This design comes from an exercise in tuning for small area and a short achievable clock period on the open sky130 flow, not from production work.
In this exercise RTL edits were held to simulation tests only and were not proved equivalent to the original.

Setup of v22:
## ctr_decoder
module ctr_decoder (
    input  wire        clk,
    input  wire        rst,
    input  wire        in_valid,
    input  wire [63:0] in_container,
    input  wire [35:0] in_addr,
    output wire        out_valid,
    output wire [1:0]  out_outcome,    
    output wire [47:0] out_data,
    output wire        out_poison,
    output wire [63:0] out_container,  
    output wire [6:0]  out_pos0,       
    output wire [6:0]  out_pos1,       
    output wire        out_p,          
    output wire [5:0]  out_s1,         
    output wire [5:0]  out_s3          
);
    function automatic [5:0] gf_mul(input [5:0] a, input [5:0] b);
        integer i;
        reg [6:0] aa;
        reg [5:0] r;
        begin
            aa = {1'b0, a};
            r  = 6'd0;
            for (i = 0; i < 6; i = i + 1) begin
                if (b[i]) r = r ^ aa[5:0];
                aa = aa << 1;
                if (aa[6]) aa = aa ^ 7'h43;
            end
            gf_mul = r;
        end
    endfunction
    localparam [383:0] T_INVCUBE = 384'ha0f148041636e58e765ab0d20d1fa85b3f8f345491ceb20dec323a17a5d638f4bba0e5eb619676ed1cd737a3be679040;
    function automatic [5:0] invcube(input [5:0] a);
        invcube = T_INVCUBE[a * 6 +: 6];
    endfunction
    localparam [383:0] T_GF_LOG = 384'heb9ed456af1dae75b27aef4aa37b25cf55cfbd17e22d9f85e13a5c9b1b49da4d0e42160449bc088cd80368730218103f;
    function automatic [5:0] gf_log(input [5:0] a);
        gf_log = T_GF_LOG[a * 6 +: 6];
    endfunction
    reg v_1;
    reg v_2;
    reg v_3;
    always @(posedge clk) begin
        if (rst) begin
            v_1 <= 1'b0;
            v_2 <= 1'b0;
            v_3 <= 1'b0;
        end else begin
            v_1 <= in_valid;
            v_2 <= v_1;
            v_3 <= v_2;
        end
    end
    assign out_valid = v_3;
    wire [63:0] c_0 = in_container;
  ...
Size: ~1,400 cells after synthesis, roughly 250 flip-flops, about 250 I/O pins, about 0.013 sq mm of cells after synthesis.
Settings: LEC_CHECK=0, CAP_MARGIN=20, CORE_MARGIN=2, CORE_UTILIZATION=40, SLEW_MARGIN=20; clock period 18.0 ns.
standard.sh (not shown) runs the stock make flow with config.mk's settings and CLKGATE_MAP_FILE= SYNTH_SCRIPT=/design/flow/synth_recipe.tcl, a recipe that flattens the netlist after the stock synthesis.
==> flow/flow/run.sh <==
#!/bin/bash
# The standard layout (standard synthesis, floorplan, placement, CTS, routing), with:
# - the post-CTS and post-global-route timing repair aiming for a setup slack of 13.3 ns
#   at the design's 18 ns clock, so the resizer works on the design's real critical paths;
# - the port buffers (one per input and output port, as standard) made with buf_1;
bash standard.sh SETUP_SLACK_MARGIN=13.3 "BUFFER_PORTS_ARGS=-buffer_cell sky130_fd_sc_hd__buf_1" \
    CTS_BUF_LIST=sky130_fd_sc_hd__clkbuf_8 finish > standard.log 2>&1
Changes in v40 relative to v22:
==> flow/flow/run.sh <==
#!/bin/bash
# The standard layout (standard synthesis, floorplan, placement, CTS, routing), with:
# - the post-CTS and post-global-route timing repair aiming for a setup slack of 13 ns
#   at the design's 18 ns clock, so the resizer works on the design's real critical paths;
bash standard.sh SETUP_SLACK_MARGIN=13 "BUFFER_PORTS_ARGS=-buffer_cell sky130_fd_sc_hd__buf_1" finish > standard.log 2>&1
--- a/flow/config.mk
+++ b/flow/config.mk
@@ -8,4 +8,4 @@
 export CAP_MARGIN = 20
 export CORE_MARGIN = 2
-export CORE_UTILIZATION = 40
+export CORE_UTILIZATION = 55
 export SLEW_MARGIN = 20
==> results.txt <==
Summary of v40 over v22: total via count after detailed routing now smaller; clock-buffer cell count now smaller; total non-filler cell area in the finished layout now smaller; average routed wire per standard cell now larger; routed wire length now smaller.
Against v22, violation count after the first detailed-route iteration in v40 came out better.
The inputs of v56 differ from those of v40 as listed below.
==> flow/flow/run.sh <==
#!/bin/bash
set -e
cp -r "$FLOW_HOME/scripts" scripts_synth
cp flow/abc_map.script scripts_synth/abc_speed.script
bash standard.sh SCRIPTS_DIR="$PWD/scripts_synth" synth > synth.log 2>&1
bash standard.sh SETUP_SLACK_MARGIN=13 CTS_CLUSTER_SIZE=28 CTS_CLUSTER_DIAMETER=120 "BUFFER_PORTS_ARGS=-buffer_cell sky130_fd_sc_hd__buf_1" finish > standard.log 2>&1
==> flow/flow/abc_map.script (new file) <==
&get -n
&st
&dch
&nf
&st
&syn2
&if -g -K 6
&synch2
&nf
&st
&syn2
&if -g -K 6
&synch2
&nf
&st
&dch -f
&nf -R 1000
&st
&dch -f
&nf -R 1000
&st
&dch -f
&nf -R 1000
&put
topo
stime -c
--- a/flow/config.mk
+++ b/flow/config.mk
@@ -8,4 +8,4 @@
 export CAP_MARGIN = 20
 export CORE_MARGIN = 2
-export CORE_UTILIZATION = 55
+export CORE_UTILIZATION = 40
 export SLEW_MARGIN = 20
--- outcome ---
Relative to v40, the final cell area reported for v56 is lower. Diff v56..v40 | share of flip-flops with an asynchronous set or reset after synthesis | unchanged. v56 ended up with reg -> out as its type of the worst setup path; v40 ended up with reg -> reg.
#### Input delta (v12 over v56)
==> flow/flow/run.sh <==
#!/bin/bash
bash standard.sh SETUP_SLACK_MARGIN=13 finish > standard.log 2>&1
removed: flow/flow/abc_map.script
==> comparison <==
- Against v56, v12 reports a multi-input combinational area share that is lower.
- The standard cells in v12 occupy more silicon area than those in v56 do.
- In the reports for v12 and v56, the larger well-tap cell count belongs to v12.
- Between v56 and v12, pin count of the biggest net entering global routing decreased.

==> what the ideal ports hide <==
Ports are ideal in the flow. The routed layouts listed here were re-timed in OpenROAD. Step 1 assumes that a clkbuf_16 drives the clock port and a buf_2 every other input. Step 2 adds t to the input delays and takes it off the output delays; t is the mean of the earliest and latest rising clock arrival at the registers after step 1. Input paths then give back, and output paths get back, about the clock's delay inside the block. a / b / c = no drivers / after step 1 / after step 2; a / b = the first two.
run	t, ns	setup slack, ns	worst setup path after step 2
v22	0.597	13.325 / 13.275 / 13.216	input to register
v40	0.592	13.215 / 13.215 / 13.215	register to register
v56	0.541	13.210 / 13.160 / 13.268	register to register
v12	0.598	13.034 / 12.981 / 12.919	input to register
After both steps setup and hold are still met in every run listed. For v12, which loses most, drivers alone change the setup slack by -0.053 ns; drivers and shift together by -0.115 ns.
